Source: an optimization exercise on an open RTL-to-GDS flow (aim: small area). Production flows keep margins and buffers that such runs may drop.
At most, simulation tests tie the RTL to the original design; equivalence was not proved.
The RTL of runs 2 to 4 was laid out without a check of its function.
Power is estimated from default activity; no workload was simulated.

## flow/config.mk

```make
export PLATFORM = sky130hd
export DESIGN_NAME = flc_fine
export DESIGN_NICKNAME = flc_fine
export VERILOG_FILES = /design/flow/design.v
export SDC_FILE = /design/flow/constraint.sdc
export NUM_CORES = 4
export LEC_CHECK = 0
export CAP_MARGIN = 20
export CORE_MARGIN = 2
export CORE_UTILIZATION = 40
export PLACE_DENSITY = 0.6
export SLEW_MARGIN = 20
```

## flow/constraint.sdc

```tcl
create_clock -name core_clock -period 13.0 [get_ports {clk}]
set_input_delay 2.6000 -clock core_clock [delete_from_list [all_inputs] [get_ports {clk}]]
set_output_delay 2.6000 -clock core_clock [all_outputs]
set_load 0.01 [all_outputs]
```

## flow/design.v

```verilog
module flc_fine (
    input  wire               clk,
    input  wire               rst,         
    input  wire               med_en,      
    input  wire [6:0]         r1,          
    input  wire [5:0]         r2,          
    input  wire [6:0]         ntap,        
    input  wire               coef_we,
    input  wire [5:0]         coef_addr,
    input  wire [23:0]        coef_data,   
    input  wire               bit_en,
    input  wire               bit_in,
    output reg                out_valid,
    output reg signed [26:0]  out_data
);
    reg [4:0] phi;
    wire      phi0 = (phi == 5'd0);
    wire      phil = (phi == 5'd19);
    always @(posedge clk)
        phi <= (phil || phi[4] && phi[3]) ? 5'd0 : phi + 5'd1;
    reg pbv, pb, ab;
    reg act, dec, fresh;
    reg [6:0] dec_cnt;
    reg [1:0] warm;
    wire start = phil && pbv;     
    reg [19:0] ri1, ri2, ri3, rc1, rc2, rc3;
    reg        c1, c2, c3, k1, k2, k3;
    wire i1 = fresh ? 1'b0 : ri1[19];
    wire i2 = fresh ? 1'b0 : ri2[19];
    wire i3 = fresh ? 1'b0 : ri3[19];
    wire xb = act && (phi0 || !ab);               
    wire s1 = i1 ^ xb ^ c1;
    wire a2 = act && s1;
    wire s2 = i2 ^ a2 ^ c2;
    wire a3 = act && s2;
    wire s3 = i3 ^ a3 ^ c3;
    wire dact = act && dec;
    wire d1 = (warm == 2'd0) ? 1'b0 : rc1[19];
    wire d2 = (warm == 2'd0) ? 1'b0 : rc2[19];
    wire d3 = (warm == 2'd0) ? 1'b0 : rc3[19];
    wire k1e = phi0 | k1, k2e = phi0 | k2, k3e = phi0 | k3;
    wire y1 = s3 ^ ~d1 ^ k1e;                     
    wire y2 = y1 ^ ~d2 ^ k2e;                     
    wire y3 = y2 ^ ~d3 ^ k3e;                     
    always @(posedge clk) begin
        ri1 <= {ri1[18:0], s1};
        ri2 <= {ri2[18:0], s2};
        ri3 <= {ri3[18:0], s3};
        rc1 <= {rc1[18:0], dact ? s3 : rc1[19]};
        rc2 <= {rc2[18:0], dact ? y1 : rc2[19]};
        rc3 <= {rc3[18:0], dact ? y2 : rc3[19]};
        c1  <= act && !phil && ((i1 & xb) | (i1 & c1) | (xb & c1));
        c2  <= act && !phil && ((i2 & a2) | (i2 & c2) | (a2 & c2));
        c3  <= act && !phil && ((i3 & a3) | (i3 & c3) | (a3 & c3));
        k1  <= (s3 & ~d1) | (s3 & k1e) | (~d1 & k1e);
        k2  <= (y1 & ~d2) | (y1 & k2e) | (~d2 & k2e);
        k3  <= (y2 & ~d3) | (y2 & k3e) | (~d3 & k3e);
    end
    reg [19:0] w0, w1, w2, w3, w4;
    reg        full;
    reg        mact, medp;
    reg [9:0]  f;           
    wire cd0 = y3;
    wire cd1 = full ? w0[19] : y3;
    wire cd2 = full ? w1[19] : y3;
    wire cd3 = full ? w2[19] : y3;
    wire cd4 = full ? w3[19] : y3;
    wire [4:0] cd = {cd4, cd3, cd2, cd1, cd0};
    wire [9:0] pa = {cd3, cd2, cd2, cd1, cd1, cd1, cd0, cd0, cd0, cd0};
    wire [9:0] pbb= {cd4, cd4, cd3, cd4, cd3, cd2, cd4, cd3, cd2, cd1};
    wire [9:0] f_n = ((pa ^ pbb) & (phil ? pbb : pa)) | (~(pa ^ pbb) & (phi0 ? 10'd0 : f));
    always @(posedge clk) begin
        w0 <= {w0[18:0], mact ? cd0 : w0[19]};
        w1 <= {w1[18:0], mact ? cd1 : w1[19]};
        w2 <= {w2[18:0], mact ? cd2 : w2[19]};
        w3 <= {w3[18:0], mact ? cd3 : w3[19]};
        w4 <= {w4[18:0], mact ? cd4 : w4[19]};
        if (mact)
            f <= f_n;
    end
    wire f01 = f[0], f02 = f[1], f03 = f[2], f04 = f[3], f12 = f[4],
         f13 = f[5], f14 = f[6], f23 = f[7], f24 = f[8], f34 = f[9];
    wire [2:0] rk0 = f01 + f02 + f03 + f04;
    wire [2:0] rk1 = !f01 + f12 + f13 + f14;
    wire [2:0] rk2 = !f02 + !f12 + f23 + f24;
    wire [2:0] rk3 = !f03 + !f13 + !f23 + f34;
    wire       mbit = !med_en       ? w0[19] :
                      (rk0 == 3'd2) ? w0[19] :
                      (rk1 == 3'd2) ? w1[19] :
                      (rk2 == 3'd2) ? w2[19] :
                      (rk3 == 3'd2) ? w3[19] : w4[19];
    reg [18:0] m_data;      
    reg        m_valid;
    always @(posedge clk) begin
        if (medp && !phi0)
            m_data <= {mbit, m_data[18:1]};
    end
    always @(posedge clk) begin
        if (rst) begin
            pbv     <= 1'b0;
            act     <= 1'b0;
            fresh   <= 1'b1;
            dec_cnt <= 7'd0;
            warm    <= 2'd0;
            full    <= 1'b0;
            mact    <= 1'b0;
            medp    <= 1'b0;
            m_valid <= 1'b0;
        end else begin
            if (bit_en) begin
                pbv <= 1'b1;
                pb  <= bit_in;
            end else if (start) begin
                pbv <= 1'b0;
            end
            m_valid <= medp && phil;
            if (phil) begin
                act  <= pbv;
                mact <= 1'b0;
                if (act) begin
                    fresh <= 1'b0;
                    if (dec && warm != 2'd2)
                        warm <= warm + 2'd1;
                end
                if (mact)
                    full <= 1'b1;
                if (pbv) begin
                    ab      <= pb;
                    dec     <= (dec_cnt == r1 - 7'd1);
                    mact    <= (dec_cnt == r1 - 7'd1) && (warm == 2'd2 || (act && dec && warm == 2'd1));
                    dec_cnt <= (dec_cnt == r1 - 7'd1) ? 7'd0 : dec_cnt + 7'd1;
                end
            end
            if (phil)
                medp <= mact;
        end
    end
    reg        [23:0] cr [0:31];
    reg        [23:0] c0;
    reg        [18:0] ar [0:31];
    reg        [18:0] ae;
    reg        [18:0] br [0:31];
    reg        [18:0] buf_b;
    reg        [4:0]  ta;
    reg               aold;        
    reg        [4:0]  lapa;        
    reg               bpre;        
    reg        [4:0]  lapb;        
    reg        [1:0]  since;       
    reg               needbuf;
    reg        [6:0]  cnt;         
    reg        [5:0]  r2c;
    reg               fin1, fin2;  
    reg               pw1, pw2, pst;  
    reg               pass;
    reg        [5:0]  vc;          
    reg               pdup;        
    reg signed [49:0] acc;
    wire       p     = r1[0];      
    wire [6:0] hh    = (ntap + 7'd1) >> 1;
    wire [6:0] lo    = (ntap > 7'd32) ? ntap - 7'd33 : 7'd0;
    wire [4:0] tb    = ntap[4:0] - 5'd2 - lo[4:0];
    wire       lapa_on = lapa[0];
    wire       lapb_on = (lapb != 5'd0);
    wire       hit   = (r2c == r2 - 6'd1);
    wire [5:0] r2c_n = hit ? 6'd0 : r2c + 6'd1;
    wire [18:0] port_a = aold ? ((ta == 5'd31) ? m_data : ar[31])
                          : (lapa_on ? ae : ar[31]);
    wire [18:0] port_b = aold ? (lapb_on ? ((lapb == 5'd1) ? buf_b : br[29])
                                       : (bpre ? br[29] : br[30]))
                            : ((lapb_on || bpre) ? br[30] : br[31]);
    wire [23:0] pc = aold ? cr[30] : ~cr[31];
    wire [18:0] anext = aold ? ((ta == 5'd30) ? m_data : ar[30])
                             : ((lapa_on && ta != 5'd31) ? ar[31] : ar[30]);
    reg        av, bv, ueq;
    wire       aold_n = (ta == 5'd31 && (aold || m_valid)) ? 1'b0 : (m_valid || aold);
    wire [4:0] jn     = aold_n ? ta + 5'd3 : ta + 5'd2;
    wire [6:0] jn7    = {2'b00, jn};
    always @(posedge clk) begin
        av  <= (jn7 < hh) && (jn != 5'd0) && ((jn7 - 7'd1) < cnt);
        bv  <= (jn7 < hh) && ((ntap - 7'd1 - jn7) != jn7) && ((ntap - 7'd2 - jn7) < cnt);
        ueq <= ((ntap - 7'd2 - jn7) == lo);
    end
    wire       dup   = pass && !aold && pdup && (ta == 5'd0);
    wire       vis   = pass && !dup;
    wire        hi    = fin2 || (!fin1 && vc[5]);
    wire [23:0] cw    = (fin1 || fin2) ? c0 : pc;
    wire signed [12:0] ch = hi ? {cw[23], cw[23:12]} : {1'b0, cw[11:0]};
    wire signed [19:0] xav = (fin1 || fin2) ? {m_data, p} : ((vis && av) ? {port_a, p} : 20'sd0);
    wire       usen  = ueq && (bpre || lapb_on);
    wire signed [19:0] xbv = (vis && bv && !fin1 && !fin2) ? {usen ? anext : port_b, p} : 20'sd0;
    wire signed [20:0] ps = xav + xbv;
    wire signed [33:0] prod = ps * ch;
    wire signed [49:0] addend = hi ? {{4{prod[33]}}, prod, 12'd0} : {{16{prod[33]}}, prod};
    wire        first = pst;
    wire signed [49:0] acc_n = (first ? 50'sd0 : acc) + addend;
    wire [4:0] wk = ta + 5'd1 - coef_addr[4:0];
    wire       cwe = coef_we && !coef_addr[5];
    integer k;
    always @(posedge clk) begin
        cr[0] <= (cwe && wk == 5'd0) ? coef_data : ~cr[31];
        for (k = 1; k < 32; k = k + 1)
            cr[k] <= (cwe && wk == k) ? ((k % 2 == 1) ? ~coef_data : coef_data) : ~cr[k-1];
        if (coef_we && coef_addr == 6'd0)
            c0 <= coef_data;
    end
    always @(posedge clk) begin
        ar[0] <= lapa_on ? ae : ar[31];
        for (k = 1; k < 32; k = k + 1)
            ar[k] <= ar[k-1];
        ae <= (ta == 5'd31 && (aold || m_valid)) ? m_data : ar[31];
        br[0] <= lapb_on ? br[30] : br[31];
        for (k = 1; k < 31; k = k + 1)
            br[k] <= br[k-1];
        br[31] <= (lapb == 5'd1) ? buf_b : br[30];
        if (m_valid && lo == 7'd0)
            buf_b <= m_data;
        else if (capture)
            buf_b <= port_a;
    end
    wire loade   = (ta == 5'd31) && (aold || m_valid);
    wire bstart  = bpre && (since == 2'd3) && (ta + 5'd1 == tb);
    wire capture = needbuf && (aold ? (ta != 5'd31 && ta + 5'd1 == lo[4:0]) : (ta == lo[4:0]));
    always @(posedge clk) begin
        ta <= ta + 5'd1;
        if (rst) begin
            aold    <= 1'b0;
            lapa    <= 5'd0;
            bpre    <= 1'b0;
            lapb    <= 5'd0;
            needbuf <= 1'b0;
            since   <= 2'd0;
            cnt     <= 7'd0;
            r2c     <= 6'd0;
            fin1    <= 1'b0;
            fin2    <= 1'b0;
            pw1     <= 1'b0;
            pw2     <= 1'b0;
            pst     <= 1'b0;
            pass    <= 1'b0;
            vc      <= 6'd0;
            pdup    <= 1'b0;
            acc     <= 50'sd0;
            out_valid <= 1'b0;
        end else begin
            if (loade) begin
                aold <= 1'b0;
                lapa <= 5'd1;
            end else begin
                if (m_valid)
                    aold <= 1'b1;
                if (ta == 5'd31)
                    lapa <= 5'd0;
            end
            if (m_valid) begin
                bpre    <= 1'b1;
                since   <= 2'd0;
                needbuf <= (lo != 7'd0);
            end else begin
                if (since != 2'd3)
                    since <= since + 2'd1;
                if (bstart) begin
                    bpre <= 1'b0;
                    lapb <= 5'd31;
                end else if (lapb_on) begin
                    lapb <= lapb - 5'd1;
                end
                if (capture)
                    needbuf <= 1'b0;
            end
            if (m_valid) begin
                r2c <= r2c_n;
                if (!cnt[6])
                    cnt <= cnt + 7'd1;
            end
            fin1 <= m_valid && hit;
            fin2 <= fin1;
            pw1  <= m_valid && (r2c_n == r2 - 6'd1);
            pw2  <= pw1;
            pst  <= pw2;
            out_valid <= fin2;
            acc  <= acc_n;
            if (pst) begin
                pass <= 1'b1;
                vc   <= 6'd0;
            end else if (vis) begin
                vc <= vc + 6'd1;
                if (vc == 6'd63)
                    pass <= 1'b0;
            end
            pdup <= pass && aold;
        end
    end
    always @(*) out_data = acc[49:23];
endmodule
```

## flow/run.sh

```bash
#!/bin/bash
# synth_recipe.tcl (not shown) runs the flow's synth.tcl, then flattens the netlist and writes it again
# the make line also repeats each setting of config.mk as NAME=value (left out here)
make -C /OpenROAD-flow-scripts/flow DESIGN_CONFIG=/design/flow/config.mk WORK_HOME=/design/flow/orfs CLKGATE_MAP_FILE= SYNTH_SCRIPT=/design/flow/synth_recipe.tcl finish
```

==> flow_summary.ini, run 1 <==
[logic_synthesis]
ys.flop_type = dfxtp_1
yosysWarningCount = 4
yosysUniqueCellTypes = 81
synth.top_cell.area_share_pct = 58.7
synth_common_cells = dfxtp_1, nor2_1, a21oi_1
synthArstFlopShare_pct = 0
synth.largest_area_cell = dfxtp_1
synthesis.nets = 7311
synthCells = 6764
synthTopCellsByArea = dfxtp_1, fa_1, mux2i_1, ha_1, a21oi_1
synth.yosys.seq_area_share_pct = 61.5
synth_area_sq_um = 80000
avgSynthCellArea_sq_um = 11.8
synth_most_common_cell = dfxtp_1
synth_edf_count = 75
ys_ff_latch = 2421

[worst_setup_path]
worstPathRequired_ns = 13.71
critPathMaxFanout = 4
cp_common_cell = fa_1
slowest_stage = fa_1
end_kind = flip-flop
startpoint_type = input pin
crit_type = input pin to flip-flop
max_stage_delay_ns = 0.55
cp.arrival_ns = 13.11

[timing]
finClkSkew_ns = 0.0538
setup_viol = 0
finalSetupTns_ns = 0
min_period_ns = 12.39
hold_viol = 0
timing.slew.headroom_pct = 19.8
setup_ws_ns = 0.605
tightest_slew_ns = 1.20
drv_slew = 0
fmax_mhz = 80.7
fin_crit_sh_pct = 95.3

[power]
seqPwrFrac_pct = 52.6
p_comb_share_pct = 5.9
p_int_mw = 12.6
p_per_area_nw_per_um2 = 174
vdd_drop_max_v = 0.000131
leakage_nw = 41.5
switching_share_pct = 22.7
p_switching_mw = 3.69
power.share.clock_pct = 41.5

[floorplan]
core_area_sq_um = 199000
pin_count = 84
dieHeight_microns = 451
die_w_microns = 451
die_area_sq_um = 204000
initial_core_util_pct = 40.1
rows = 164

[cells_and_area]
area_delta_synth_final_pct = 17.0
multi_input_area_sq_um = 28100
register_area_sq_um = 49200
layout-drive-gt1-share_pct = 12.7
utilization_pct = 47.0
final-instance-count-excl-fill = 9951
nFillCells = 17669
final_nets = 7637

[global_routing]
grt_pass1_wl_mm = 268
antenna_found_initial = 13
grt_max_degree = 51
grt_util_all_layers_pct = 16.5
gr-total-overflow = 0
grt_pass1_vias = 47518

[routing]
totalWireLength_mm = 168
drt_iter0_markers = 2308
vias_per_cell = 4.65
dr.pass1.iters = 5
vias = 46230
wl_per_cell_microns = 16.9
drc = 0
antenna_left = 0

[clocking]
clkTransAtPathRegs_ns = 0.06
insertion_delay_ns = 0.87
cts_tree = done
cts-root-buf = clkbuf_16
cts_sinks = 2421
clockBufferDepth = 3
cts_htree_levels = 4
cts_buffers = 224

[hold_path]
hold_path_class = flip-flop to flip-flop

[place]
dp_hpwl_mm = 112
place_ws_ns = -0.659
portBuffers = 83
place.gp.congestion = 0.879
dp.cells = 9518

[flow_run]
drv_cap = 0

[run_status]
outcome = no timing/DRC/antenna violations
layout by cell type, fill, tap and decap left out, types with 17 or more instances in the layout:
| cell type | count |
|---|---|
| a21o_1 | 56 |
| a21oi_1 | 538 |
| a22o_1 | 18 |
| a31oi_1 | 23 |
| and2_1 | 46 |
| and3_1 | 35 |
| buf_4 | 371 |
| clkbuf_1 | 44 |
| clkbuf_16 | 230 |
| clkbuf_8 | 47 |
| clkdlybuf4s50_1 | 82 |
| clkinv_2 | 50 |
| dfxtp_1 | 2344 |
| edfxtp_1 | 75 |
| fa_1 | 265 |
| ha_1 | 226 |
| inv_1 | 333 |
| mux2_2 | 84 |
| mux2i_1 | 478 |
| mux4_2 | 30 |
| nand2_1 | 372 |
| nand2b_1 | 35 |
| nand3_1 | 45 |
| nand4_1 | 17 |
| nor2_1 | 691 |
| nor2b_1 | 84 |
| nor3_1 | 45 |
| o21ai_0 | 133 |
| o22a_1 | 20 |
| xnor2_1 | 112 |
| xor2_1 | 89 |
final cells by class:
cell class	instances	area share, %
well taps	2656	3.55
multi-input cells	3648	30.1
clock inverters	106	1.43
inverters	336	1.35
clock buffers	321	7.02
repair buffers	459	3.97
flip-flops and latches	2421	52.6
diodes	4	0.0107
layer usage:
| metal | track usage, % | vias to the layer above | share of wire [%] |
|---|---|---|---|
| li1 | - | 22915 | - |
| met1 | 22.8 | 22235 | 48 |
| met2 | 26.5 | 796 | 45 |
| met3 | 2.61 | 284 | 4.0 |
| met4 | 5.22 | 0 | 2.7 |
| met5 | 0 | - | 0 |
state kept, by name, indices dropped and copies added, names as in the netlist, 6 cells and up:
signal / count
ae: 19
br: 608
c0: 24
w4: 20
w3: 20
acc: 50
buf_b: 19
ar: 608
rc2: 20
w0: 20
ri2: 20
ri3: 20
rc3: 20
cnt: 7
r2c: 6
ri1: 20
rc1: 20
cr: 768
m_data: 19
f: 10
w2: 20
w1: 20
dec_cnt: 7
vc: 6
worst max-delay path: cells and delay by family:
family	cells	cell delay, ns
mux	1	0.35
fa+ha+maj	10	4.26
xor+xnor	2	0.45
buf+inv	9	1.19
compound gates	24	3.94
simple gates	3	0.27
power groups by stage:
| stage | Clock (mW) | Combinational (mW) | Sequential (mW) |
|---|---|---|---|
| final | 6.75 | 0.968 | 8.56 |
| after global routing | 7.23 | 1.06 | 8.64 |
| after CTS | 6.92 | 0.969 | 8.57 |
| after detailed placement | 0 | 0.960 | 8.73 |
| after global placement | 0 | 0.943 | 8.72 |
| after floorplan | 0 | 0.642 | 8.61 |
logic make-up (layout without fill, tap and decap cells):
family | count (synthesis) | count (layout) | synth area share, %
flip-flops | 2421 | 2421 | 61.5
adder cells (fa/ha/maj) | 491 | 491 | 10.2
AO/OA/AOI/OAI | 936 | 936 | 6.85
buffers and inverters | 695 | 1222 | 3.47
other | 0 | 4 | 0
AND/OR/NAND/NOR | 1428 | 1428 | 7.76
XOR/XNOR | 201 | 201 | 2.20
multiplexers | 592 | 592 | 8.01
what timing repair did:
action	CTS	global route
buffers inserted	0	2
hold buffers	0	0
resized for setup	0	28
setup endpoints to repair	0	16
worst paths after layout:
path	from	slack, ns	depth (start not counted)	endpoint
max	r1[0]	0.61	49	acc[34]
min	ar[22][9]	0.28	0	ar[23][9]
max reg2reg	lapb[0]	0.80	49	acc[48]
min reg2reg	ar[22][9]	0.28	0	ar[23][9]
through the flow:
step,hold slack [ns],power [mW],instance area [sq um]
4_1_cts,0.264,16.5,93400
3_5_place_dp,0.312,9.69,85500
3_3_place_gp,0.310,9.66,85500
6_report,0.281,16.3,93600
2_1_floorplan,0.310,9.26,80000
5_1_grt,0.277,16.9,93600
==> run 2, diff against run 1 <==
--- a/flow/design.v
+++ b/flow/design.v
@@ -172,22 +172,18 @@
     wire [23:0] pc = aold ? cr[30] : ~cr[31];
     wire [18:0] anext = aold ? ((ta == 5'd30) ? m_data : ar[30])
                              : ((lapa_on && ta != 5'd31) ? ar[31] : ar[30]);
-    reg        av, bv, ueq;
-    wire       aold_n = (ta == 5'd31 && (aold || m_valid)) ? 1'b0 : (m_valid || aold);
-    wire [4:0] jn     = aold_n ? ta + 5'd3 : ta + 5'd2;
-    wire [6:0] jn7    = {2'b00, jn};
-    always @(posedge clk) begin
-        av  <= (jn7 < hh) && (jn != 5'd0) && ((jn7 - 7'd1) < cnt);
-        bv  <= (jn7 < hh) && ((ntap - 7'd1 - jn7) != jn7) && ((ntap - 7'd2 - jn7) < cnt);
-        ueq <= ((ntap - 7'd2 - jn7) == lo);
-    end
+    wire [4:0] j     = aold ? ta + 5'd2 : ta + 5'd1;
+    wire [6:0] j7    = {2'b00, j};
+    wire       jin   = j7 < hh;
+    wire       av    = jin && (j != 5'd0) && ((j7 - 7'd1) < cnt);
+    wire       bv    = jin && ((ntap - 7'd1 - j7) != j7) && ((ntap - 7'd2 - j7) < cnt);
     wire       dup   = pass && !aold && pdup && (ta == 5'd0);
     wire       vis   = pass && !dup;
     wire        hi    = fin2 || (!fin1 && vc[5]);
     wire [23:0] cw    = (fin1 || fin2) ? c0 : pc;
     wire signed [12:0] ch = hi ? {cw[23], cw[23:12]} : {1'b0, cw[11:0]};
     wire signed [19:0] xav = (fin1 || fin2) ? {m_data, p} : ((vis && av) ? {port_a, p} : 20'sd0);
-    wire       usen  = ueq && (bpre || lapb_on);
+    wire       usen  = ((ntap - 7'd2 - j7) == lo) && (bpre || lapb_on);
     wire signed [19:0] xbv = (vis && bv && !fin1 && !fin2) ? {usen ? anext : port_b, p} : 20'sd0;
     wire signed [20:0] ps = xav + xbv;
     wire signed [33:0] prod = ps * ch;
--- a/flow/config.mk
+++ b/flow/config.mk
@@ -8,5 +8,8 @@
 export CAP_MARGIN = 20
 export CORE_MARGIN = 2
 export CORE_UTILIZATION = 40
+export CTS_BUF_LIST = sky130_fd_sc_hd__clkbuf_16
+export CTS_CLUSTER_DIAMETER = 100
+export CTS_CLUSTER_SIZE = 30
 export PLACE_DENSITY = 0.6
 export SLEW_MARGIN = 20
==> run 2 against run 1 <==
  * The layout now fails its checks (negative setup slack)
  * Synthesized area up 0.36%
  * Cell count up 0.87%
  * Die area up 0.36%
  * Clock power down 45%
  * Synthesized cell count up 2.4%
  * Sequential share of layout area up 0.92 points
  * Count of clock-buffer cells in the layout down 222
  * Global-route usage down 0.54 points
  * Critical path depth up 10
  * Register-to-register slack worse by 0.74 ns
  * Non-clock buffer count up 240
  * Critical path type unchanged
  * Critical endpoint is now acc[48]
  * Largest power group unchanged
==> flow_summary.ini, run 2 <==
[cells_and_area]
stdcell_area_sq_um = 91800
largestRegisters = cr x768, ar x608, br x608
mostFrequentLayoutCell = dfxtp_1
nFillCells = 18164
area_delta_synth_final_pct = 14.4
largest_register_ffs = 768
multi_input_area_sq_um = 29600
final-instance-count-excl-fill = 10038
largest-register = cr
utilization_pct = 46.0
register_area_sq_um = 49200
layout_common_cells = dfxtp_1, nor2_1, buf_4
final_nets = 7892
layout-drive-gt1-share_pct = 14.8

[global_routing]
antenna_found_initial = 9
grt_pass1_vias = 46398
use_met1_pct = 23.0
grtUsageMet3_pct = 1.89
grt_max_degree = 75
grt_use_met2_pct = 25.4
grt_pass1_wl_mm = 261
gr-total-overflow = 0
busiest_layer = met2
grt_util_all_layers_pct = 16.0

[place]
place.gp.congestion = 0.876
portBuffers = 83
dp_hpwl_mm = 115
place_area_sq_um = 87800
dp.cells = 9868

[power]
switching_share_pct = 22.9
power.share.clock_pct = 28.1
p_switching_mw = 3.01
p_comb_share_pct = 7.0
p_per_area_nw_per_um2 = 143
vdd_drop_max_v = 0.000118
p_int_mw = 10.1
total_power_mw = 13.2
leakage_nw = 40.3
seqPwrFrac_pct = 64.9

[worst_setup_path]
cp.arrival_ns = 14.38
end_kind = flip-flop
crit_type = input pin to flip-flop
startpoint_type = input pin
slowest_stage = fa_1
worstPathRequired_ns = 13.63
critPathMaxFanout = 10
max_stage_delay_ns = 0.55
cp_common_cell = buf_4

[timing]
setup_viol = 22
hold_viol = 0
timing.slew.headroom_pct = 29.0
fin_crit_sh_pct = 106
setup_ws_ns = -0.753
fmax_mhz = 72.7
drv_slew = 0
tightest_slew_ns = 1.07
rsz0062_at_grt = yes
min_period_ns = 13.75
finClkSkew_ns = 0.0459

[logic_synthesis]
synth.top_cell.area_share_pct = 58.4
ys.flop_type = dfxtp_1
synth_most_common_cell = dfxtp_1
synth_common_cells = dfxtp_1, nor2_1, a21oi_1
yosysWarningCount = 4
synth.largest_area_cell = dfxtp_1
synthesis.nets = 7470
ys_ff_latch = 2418
synthCells = 6925
synth_edf_count = 75
synthArstFlopShare_pct = 0
avgSynthCellArea_sq_um = 11.6
yosysUniqueCellTypes = 87
synth.yosys.seq_area_share_pct = 61.2
synth_area_sq_um = 80300
synthTopCellsByArea = dfxtp_1, fa_1, mux2i_1, a21oi_1, ha_1

[floorplan]
die_area_sq_um = 204000
core_area_sq_um = 200000
initial_core_util_pct = 40.2
rows = 164
die_w_microns = 452
dieHeight_microns = 452
pin_count = 84

[routing]
vias_per_cell = 4.62
drt_iter0_markers = 2760
drc = 0
vias = 46401
totalWireLength_mm = 164
antenna_left = 0
wl_per_cell_microns = 16.4
dr.pass1.iters = 5

[clocking]
cts_sinks = 2418
clockBufferDepth = 3
cts_buffers = 97
cts-root-buf = clkbuf_16
insertion_delay_ns = 0.78
cts_tree = done
clkTransAtPathRegs_ns = 0.10
cts_htree_levels = 3

[flow_run]
drv_cap = 0

[run_status]
check.faults = negative setup slack
outcome = complete, but fails checks

[hold_path]
hold_path_class = flip-flop to flip-flop
==> run 2: through the flow <==
step	TNS, ns	hold WS [ns]	worst slack (ns)
floorplan	-11.25	0.310	-0.966
global placement	-56.29	0.310	-2.14
detailed placement	-61.91	0.312	-2.25
CTS	-6.84	0.299	-0.629
global route	-24.96	0.311	-1.39
finish	-9.23	0.299	-0.753
==> run 2: cells by family (layout without fill, tap and decap cells) <==
group           Yosys count  after routing  share of synthesized area (%)
compound gates         1006           1006                           7.37
xor+xnor                213            213                           2.32
fa+ha+maj               489            489                           10.1
buf+inv                 706           1160                           3.47
flops                  2418           2418                           61.2
mux                     539            539                           7.05
other cells               0              3                              0
simple gates           1554           1554                           8.44
==> run 2: area by class of cell <==
cell class                 count  area share [%]
sequential                  2418            53.5
multi-input combinational   3801            32.3
timing repair buffer         699            6.03
tap                         2656            3.62
clock buffer                  99            2.70
inverter                     330            1.35
clock inverter                32           0.478
antenna                        3         0.00817
==> run 2: worst paths after layout <==
| kind | from | slack [ns] | cells past startpoint | to |
|---|---|---|---|---|
| setup / recovery | ntap[1] | -0.75 | 59 | acc[48] |
| hold / removal | br[23][15] | 0.30 | 0 | br[24][15] |
| setup reg to reg | ta[1] | 0.06 | 61 | acc[48] |
| hold reg to reg | br[23][15] | 0.30 | 0 | br[24][15] |
==> run 2: power groups by stage <==
stage               Combinational [mW]  Sequential [mW]  Clock [mW]
floorplan                        0.611             8.61           0
global placement                 0.904             8.70           0
detailed placement               0.912             8.71           0
CTS                              0.927             8.55        3.84
global route                      1.01             8.62        4.10
finish                           0.921             8.54        3.69
==> run 2: critical path, delay by kind of cell <==
family / cells / cell delay (ns)
AOI/OAI and AO/OA: 25 / 4.43
buffers and inverters: 12 / 1.31
xor gates and xnor gates: 3 / 0.64
and+or+nand+nor: 8 / 1.48
adders and majority gates: 10 / 3.74
muxes: 1 / 0.13
==> run 2: metal layers <==
metal	wire length, microns	share of wire [%]	vias up
met5	0	0	-
met4	3400	2.1	0
met3	5930	3.6	174
met2	73400	45	676
met1	81600	50	22191
li1	-	-	23360
==> run 2: timing repair <==
item,in CTS,in global routing
pin swaps,80,65
setup buffers,18,19
hold buffers,0,0
cloned,0,0
resized for setup,100,77
endpoints found under the setup margin,34,32
==> run 3, diff against run 2 <==
--- a/flow/config.mk
+++ b/flow/config.mk
@@ -8,8 +8,8 @@
 export CAP_MARGIN = 20
 export CORE_MARGIN = 2
 export CORE_UTILIZATION = 40
-export CTS_BUF_LIST = sky130_fd_sc_hd__clkbuf_16
-export CTS_CLUSTER_DIAMETER = 100
-export CTS_CLUSTER_SIZE = 30
+export CTS_BUF_LIST = sky130_fd_sc_hd__clkbuf_8
+export CTS_CLUSTER_DIAMETER = 60
+export CTS_CLUSTER_SIZE = 16
 export PLACE_DENSITY = 0.6
 export SLEW_MARGIN = 20
==> run 3 against run 2 <==
  * The layout still fails its checks (negative setup slack)
  * Utilization is 0.24 points higher
  * Sequential power hardly changed
  * Combinational power is 0.5% higher
  * Clock skew is 0.014 ns higher
  * Die area stayed put
  * Register-to-register slack better by 0.06 ns
  * Total power is 0.66% higher
  * Highest routed layer unchanged
==> flow_summary.ini, run 3 <==
[timing]
drv_slew = 0
tightest_slew_ns = 1.04
finalSetupTns_ns = -5.69
fmax_mhz = 74.1
hold_viol = 0
finClkSkew_ns = 0.0595
fin_crit_sh_pct = 104
min_period_ns = 13.50
rsz0062_at_grt = yes
timing.slew.headroom_pct = 28.9
setup_ws_ns = -0.500
setup_viol = 15

[logic_synthesis]
synth_most_common_cell = dfxtp_1
ys.flop_type = dfxtp_1
avgSynthCellArea_sq_um = 11.6
synthesis.nets = 7470
yosysWarningCount = 4
yosysUniqueCellTypes = 87
synth_area_sq_um = 80300
synth_common_cells = dfxtp_1, nor2_1, a21oi_1
synth.largest_area_cell = dfxtp_1
synth_edf_count = 75
synth.top_cell.area_share_pct = 58.4
ys_ff_latch = 2418
synthCells = 6925
synth.yosys.seq_area_share_pct = 61.2
synthArstFlopShare_pct = 0
synthTopCellsByArea = dfxtp_1, fa_1, mux2i_1, a21oi_1, ha_1

[clocking]
cts_buffers = 184
cts_htree_levels = 4
cts_sinks = 2418
clkTransAtPathRegs_ns = 0.10
cts-root-buf = clkbuf_8
insertion_delay_ns = 0.97
cts_tree = done
clockBufferDepth = 3

[worst_setup_path]
worstPathRequired_ns = 13.86
end_kind = flip-flop
crit_type = input pin to flip-flop
cp_common_cell = a21o_1
startpoint_type = input pin
path_buf_inv = 11
max_stage_delay_ns = 0.55
crit_family = adder cells
cp.arrival_ns = 14.36
slowest_stage = fa_1
critPathMaxFanout = 6

[cells_and_area]
final_nets = 7986
area_delta_synth_final_pct = 15.0
largest_register_ffs = 768
nFillCells = 18131
mostFrequentLayoutCell = dfxtp_1
largest-register = cr
layout_common_cells = dfxtp_1, nor2_1, buf_4
layout-drive-gt1-share_pct = 16.5
largestRegisters = cr x768, ar x608, br x608

[power]
p_switching_mw = 3.12
power.share.clock_pct = 28.5
vdd_drop_max_v = 0.0000988
p_int_mw = 10.1
total_power_mw = 13.2
p_comb_share_pct = 7.0
leakage_nw = 40.6
switching_share_pct = 23.6
p_per_area_nw_per_um2 = 143
seqPwrFrac_pct = 64.5

[place]
portBuffers = 83
place.gp.congestion = 0.876
dp_hpwl_mm = 115

[routing]
drc = 0
totalWireLength_mm = 166
dr.pass1.iters = 5
antenna_left = 0
vias_per_cell = 4.62
wl_per_cell_microns = 16.4
drt_iter0_markers = 2587
vias = 46945

[floorplan]
dieHeight_microns = 452
rows = 164
initial_core_util_pct = 40.2
core_area_sq_um = 200000
die_w_microns = 452
pin_count = 84
die_area_sq_um = 204000

[flow_run]
drv_cap = 0

[global_routing]
gr-total-overflow = 0
grt_max_degree = 75
grt_pass1_wl_mm = 264
grt_util_all_layers_pct = 16.2
antenna_found_initial = 9
grt_pass1_vias = 47131

[run_status]
outcome = complete, but fails checks
check.faults = negative setup slack

[hold_path]
hold_path_class = flip-flop to flip-flop
-- run 3: repair_timing --
action                                  4_1_cts  5_1_grt
resized for setup                            77      142
endpoints found under the setup margin       32       32
setup buffers                                15       31
hold buffers                                  0        0
pin swaps                                    65       97
-- run 3: power groups by stage --
stage,Combinational (mW),Sequential (mW),Clock [mW]
CTS,0.927,8.55,3.95
floorplan,0.611,8.61,0
global placement,0.904,8.70,0
global route,1.01,8.62,4.22
detailed placement,0.912,8.71,0
finish,0.926,8.53,3.78
-- run 3: worst reg2reg max path: cells and delay by family (launching register included) --
family	cells	cell delay, ns
muxes	2	0.43
buffers and inverters	12	1.29
xor gates and xnor gates	2	0.49
AOI/OAI and AO/OA	25	4.34
adders and majority gates	14	5.13
and+or+nand+nor	8	0.74
DFF	1	0.37
-- run 3: final timing paths --
| kind | start | cells after the start | slack (ns) | end |
|---|---|---|---|---|
| worst max-delay path | ntap[1] | 60 | -0.50 | acc[49] |
| worst min-delay path | br[6][5] | 0 | 0.29 | br[7][5] |
| worst min register to register | br[6][5] | 0 | 0.29 | br[7][5] |
| worst max register to register | ta[1] | 63 | 0.12 | acc[49] |
-- run 3: cell type report --
type	instances	area [sq um]	share of cell area [%]
Timing Repair Buffer	706	5640	6.11
Tap cell	2656	3320	3.60
Inverter	330	1240	1.35
Clock buffer	191	2630	2.85
Clock inverter	58	567	0.614
Antenna cell	5	12.5	0.0136
Sequential cell	2418	49200	53.2
Multi-Input combinational cell	3801	29700	32.2
-- run 3: kinds of logic after synthesis --
group	Yosys count	synth area share, %
adders and majority gates	489	10.1
and+or+nand+nor	1554	8.44
buffers and inverters	706	3.47
xor gates and xnor gates	213	2.32
muxes	539	7.05
DFF	2418	61.2
AOI/OAI and AO/OA	1006	7.37
-- run 3: routing by layer --
metal | up-vias | global-route usage [%] | wire length [microns]
li1 | 23574 | - | -
met1 | 22371 | 22.9 | 82000
met2 | 772 | 25.4 | 73800
met3 | 228 | 2.52 | 6540
met4 | 0 | 4.87 | 3970
met5 | - | 0 | 0
-- run 3: stage by stage --
| step | cell area, sq um | hold WS, ns | utilization [%] | setup slack, ns | cells |
|---|---|---|---|---|---|
| after floorplan | 80700 | 0.310 | - | -0.966 | 6925 |
| after global placement | 87800 | 0.310 | 44.0 | -2.14 | 9868 |
| after detailed placement | 87800 | 0.312 | 44.0 | -2.25 | 9868 |
| after CTS | 91500 | 0.295 | 45.8 | -0.432 | 10132 |
| after global routing | 92300 | 0.302 | 46.2 | -1.09 | 10161 |
| final | 92300 | 0.294 | 46.2 | -0.500 | 10165 |
==> run 4, diff against run 3 <==
--- a/flow/design.v
+++ b/flow/design.v
@@ -169,7 +169,7 @@
     wire [18:0] port_b = aold ? (lapb_on ? ((lapb == 5'd1) ? buf_b : br[29])
                                        : (bpre ? br[29] : br[30]))
                             : ((lapb_on || bpre) ? br[30] : br[31]);
-    wire [23:0] pc = aold ? cr[30] : ~cr[31];
+    wire [23:0] pc = aold ? cr[30] : cr[31];
     wire [18:0] anext = aold ? ((ta == 5'd30) ? m_data : ar[30])
                              : ((lapa_on && ta != 5'd31) ? ar[31] : ar[30]);
     wire [4:0] j     = aold ? ta + 5'd2 : ta + 5'd1;
@@ -194,9 +194,9 @@
     wire       cwe = coef_we && !coef_addr[5];
     integer k;
     always @(posedge clk) begin
-        cr[0] <= (cwe && wk == 5'd0) ? coef_data : ~cr[31];
+        cr[0] <= (cwe && wk == 5'd0) ? coef_data : cr[31];
         for (k = 1; k < 32; k = k + 1)
-            cr[k] <= (cwe && wk == k) ? ((k % 2 == 1) ? ~coef_data : coef_data) : ~cr[k-1];
+            cr[k] <= (cwe && wk == k) ? coef_data : cr[k-1];
         if (coef_we && coef_addr == 6'd0)
             c0 <= coef_data;
     end
--- a/flow/config.mk
+++ b/flow/config.mk
@@ -8,8 +8,5 @@
 export CAP_MARGIN = 20
 export CORE_MARGIN = 2
 export CORE_UTILIZATION = 40
-export CTS_BUF_LIST = sky130_fd_sc_hd__clkbuf_8
-export CTS_CLUSTER_DIAMETER = 60
-export CTS_CLUSTER_SIZE = 16
 export PLACE_DENSITY = 0.6
 export SLEW_MARGIN = 20
==> run 4 against run 3 <==
  * The layout still fails its checks (negative setup slack)
  * Non-clock buffer count unchanged
  * Via count down 0.70%
  * Combinational power up 2.3%
  * Register-to-register slack worse by 0.06 ns
  * Die area up 1.2%
  * Cell count down 2.5%
  * Count of clock-buffer cells in the layout up 131
  * Critical path type unchanged
  * Largest cell class unchanged
  * Largest power group unchanged
==> flow_summary.ini, run 4 <==
[run_status]
outcome = complete, but fails checks
check.faults = negative setup slack

[worst_setup_path]
reg2reg_slack_ns = 0.06
cp.arrival_ns = 14.15
end_kind = flip-flop
crit_type = input pin to flip-flop
slowest_stage = fa_1
max_stage_delay_ns = 0.57
startpoint_type = input pin
cp_common_cell = fa_1
critPathMaxFanout = 8
r2r-start = ta[0]
r2r_cells = 61
worstPathRequired_ns = 13.72
worstReg2RegEnd = acc[29]

[clocking]
insertion_delay_ns = 0.88
cts_hold_buf = 0
cts-root-buf = clkbuf_16
clkTransAtPathRegs_ns = 0.06
cts_sinks = 2418
cts_buffers = 226
clockBufferDepth = 3
cts_htree_levels = 4
cts_tree = done

[timing]
setup_viol = 25
fmax_mhz = 74.5
fin_crit_sh_pct = 103
tightest_slew_ns = 1.01
setup_ws_ns = -0.431
drv_slew = 0
finClkSkew_ns = 0.103
rsz0062_at_grt = yes
timing.slew.headroom_pct = 32.4
hold_viol = 0
min_period_ns = 13.43

[routing]
totalWireLength_mm = 173
vias_per_cell = 4.70
drt_iter0_markers = 2218
wl_per_cell_microns = 17.5
vias = 46618
antenna_left = 0
dr.pass1.iters = 5
drc = 0

[power]
seqPwrFrac_pct = 51.4
p_int_mw = 12.8
power.share.clock_pct = 42.8
total_power_mw = 16.3
vdd_drop_max_v = 0.000129
switching_share_pct = 21.6
p_comb_share_pct = 5.8
p_switching_mw = 3.53
p_per_area_nw_per_um2 = 166
leakage_nw = 42.1

[place]
place.gp.congestion = 0.861
dp.cells = 9395
portBuffers = 83
place_area_sq_um = 88600
dp_hpwl_mm = 115

[logic_synthesis]
synthArstFlopShare_pct = 0
yosysUniqueCellTypes = 79
synth_most_common_cell = dfxtp_1
ys_ff_latch = 2418
yosysWarningCount = 4
synth_area_sq_um = 81200
synth.top_cell.area_share_pct = 57.7
synthTopCellsByArea = dfxtp_1, mux2_2, fa_1, ha_1, edfxtp_1
ys.flop_type = dfxtp_1
synthCells = 6430
synthesis.nets = 6975
synth.largest_area_cell = dfxtp_1
synth_edf_count = 75
synth_common_cells = dfxtp_1, mux2_2, nand2_1
avgSynthCellArea_sq_um = 12.6
synth.yosys.seq_area_share_pct = 60.5

[floorplan]
initial_core_util_pct = 40.2
die_area_sq_um = 207000
rows = 165
die_w_microns = 455
core_area_sq_um = 202000
pin_count = 84
dieHeight_microns = 455

[cells_and_area]
final-instance-count-excl-fill = 9911
multi_input_area_sq_um = 31100
stdcell_area_sq_um = 98700
layout_common_cells = dfxtp_1, mux2_2, buf_4
mostFrequentLayoutCell = dfxtp_1
largest-register = cr
largest_register_ffs = 768
final_nets = 7581
largestRegisters = cr x768, ar x608, br x608
nFillCells = 17677
area_delta_synth_final_pct = 21.5
register_area_sq_um = 49200
layout-drive-gt1-share_pct = 28.7

[hold_path]
min_from = ar[3][15]
hold_path_class = flip-flop to flip-flop
hold-path-endpoint = ar[4][15]
hold_depth = 0

[global_routing]
grt_max_degree = 71
grt_pass1_vias = 47474
grt_pass1_wl_mm = 273
grt_util_all_layers_pct = 16.8
antenna_found_initial = 4
gr-total-overflow = 0

[flow_run]
drv_cap = 0
run 4: cell types whose count changed after synthesis, sizes merged, moves of 26 or more:
cell   previous run  this run
a21oi           572       161
nand2           461       433
mux2             99       874
buf              90        64
mux2i           429        50
nor2            691       303
run 4: timing repair:
action / 4_1_cts / 5_1_grt
pin swaps: 171 / 97
resized for setup: 198 / 76
gates cloned: 2 / 0
buffers inserted: 62 / 25
endpoints found under the setup margin: 33 / 35
endpoints found under the hold margin: 0 / 0
run 4: critical path: cells and delay by family:
family	cells	cell delay (ns)
AND/OR/NAND/NOR	9	1.65
multiplexers	1	0.12
XOR/XNOR	4	0.79
adder cells (fa/ha/maj)	10	3.95
buffers and inverters	14	1.86
AO/OA/AOI/OAI	19	3.16
run 4: cell type report:
cell class	count	share of cell area [%]
diodes	7	0.0178
multi-input cells	3377	31.6
clock buffers	322	6.73
clock inverters	102	1.58
repair buffers	706	5.71
flip-flops and latches	2418	49.8
well taps	2672	3.39
inverters	307	1.18
run 4: metrics by stage:
stage               TNS (ns)  setup WS, ns  utilization [%]  hold WS (ns)
finish                 -7.06        -0.431             48.8         0.240
global route          -21.00        -0.935             48.8         0.240
CTS                    -4.27        -0.288             48.6         0.234
detailed placement    -60.81         -2.05             43.8         0.312
global placement      -60.38         -1.98             43.8         0.310
floorplan             -15.09        -0.902                -         0.310
run 4: cell families after synthesis:
logic type,Yosys count,synth area share [%]
adder cells (fa/ha/maj),489,9.99
multiplexers,935,13.0
AO/OA/AOI/OAI,602,4.73
AND/OR/NAND/NOR,1146,6.43
XOR/XNOR,205,2.21
buffers and inverters,635,3.08
flip-flops,2418,60.5
run 4: power groups by stage:
stage | logic [mW] | clock network [mW] | registers, mW
floorplan | 0.690 | 0 | 8.47
global placement | 0.925 | 0 | 8.55
detailed placement | 0.936 | 0 | 8.56
CTS | 0.954 | 7.19 | 8.41
global route | 1.03 | 7.47 | 8.47
finish | 0.947 | 7.00 | 8.40
run 4: worst max path at each step:
stage / slack (ns) / end / from
5_1_grt: -0.93 / acc[48] / ntap[1]
3_5_place_dp: -2.05 / acc[37] / ntap[1]
2_1_floorplan: -0.90 / acc[40] / ntap[1]
3_3_place_gp: -1.98 / acc[49] / ntap[1]
4_1_cts: -0.29 / acc[47] / ntap[1]
6_report: -0.43 / acc[29] / ntap[0]
run 4: metal layers:
metal / track usage [%] / wire length [microns]
met1: 23.9 / 84800
met2: 26.0 / 76500
met3: 2.66 / 7000
met4: 5.41 / 4690
met5: 0 / 13

## afterwards: timing with drivers on the ports
Ports are ideal in the flow. The routed layouts listed here were re-timed in OpenROAD. Step 1 (the two cells are an assumption about what drives the block):
set clk [get_ports {clk}]
set_driving_cell -lib_cell sky130_fd_sc_hd__clkbuf_16 $clk
set_driving_cell -lib_cell sky130_fd_sc_hd__buf_2 [delete_from_list [all_inputs] $clk]
Step 2 also shifts input and output timing later by t, the mid clock arrival at the registers, as if the neighbouring blocks saw the same clock. Three values: ideal ports, drivers, drivers and shift; two values: the first two.
run	shift t [ns]	slack for setup (ns)	worst hold slack (ns)	worst setup path at the end	worst register clock-pin slew, ns
run 1	0.929	0.605 / 0.656 / -0.273	0.281 / 0.281 / 0.281	input to register	0.08 / 0.08
run 2	0.843	-0.753 / -0.710 / -1.553	0.299 / 0.299 / 0.299	input to register	0.12 / 0.12
run 3	1.014	-0.500 / -0.489 / -1.502	0.294 / 0.294 / 0.294	input to register	0.11 / 0.11
run 4	0.919	-0.431 / -0.417 / -1.336	0.240 / 0.240 / 0.240	input to register	0.08 / 0.08
With both steps, setup timing fails in run 1, where it was met with ideal ports. For run 3, which loses most, drivers alone change the setup slack by +0.011 ns; drivers and shift together by -1.002 ns.
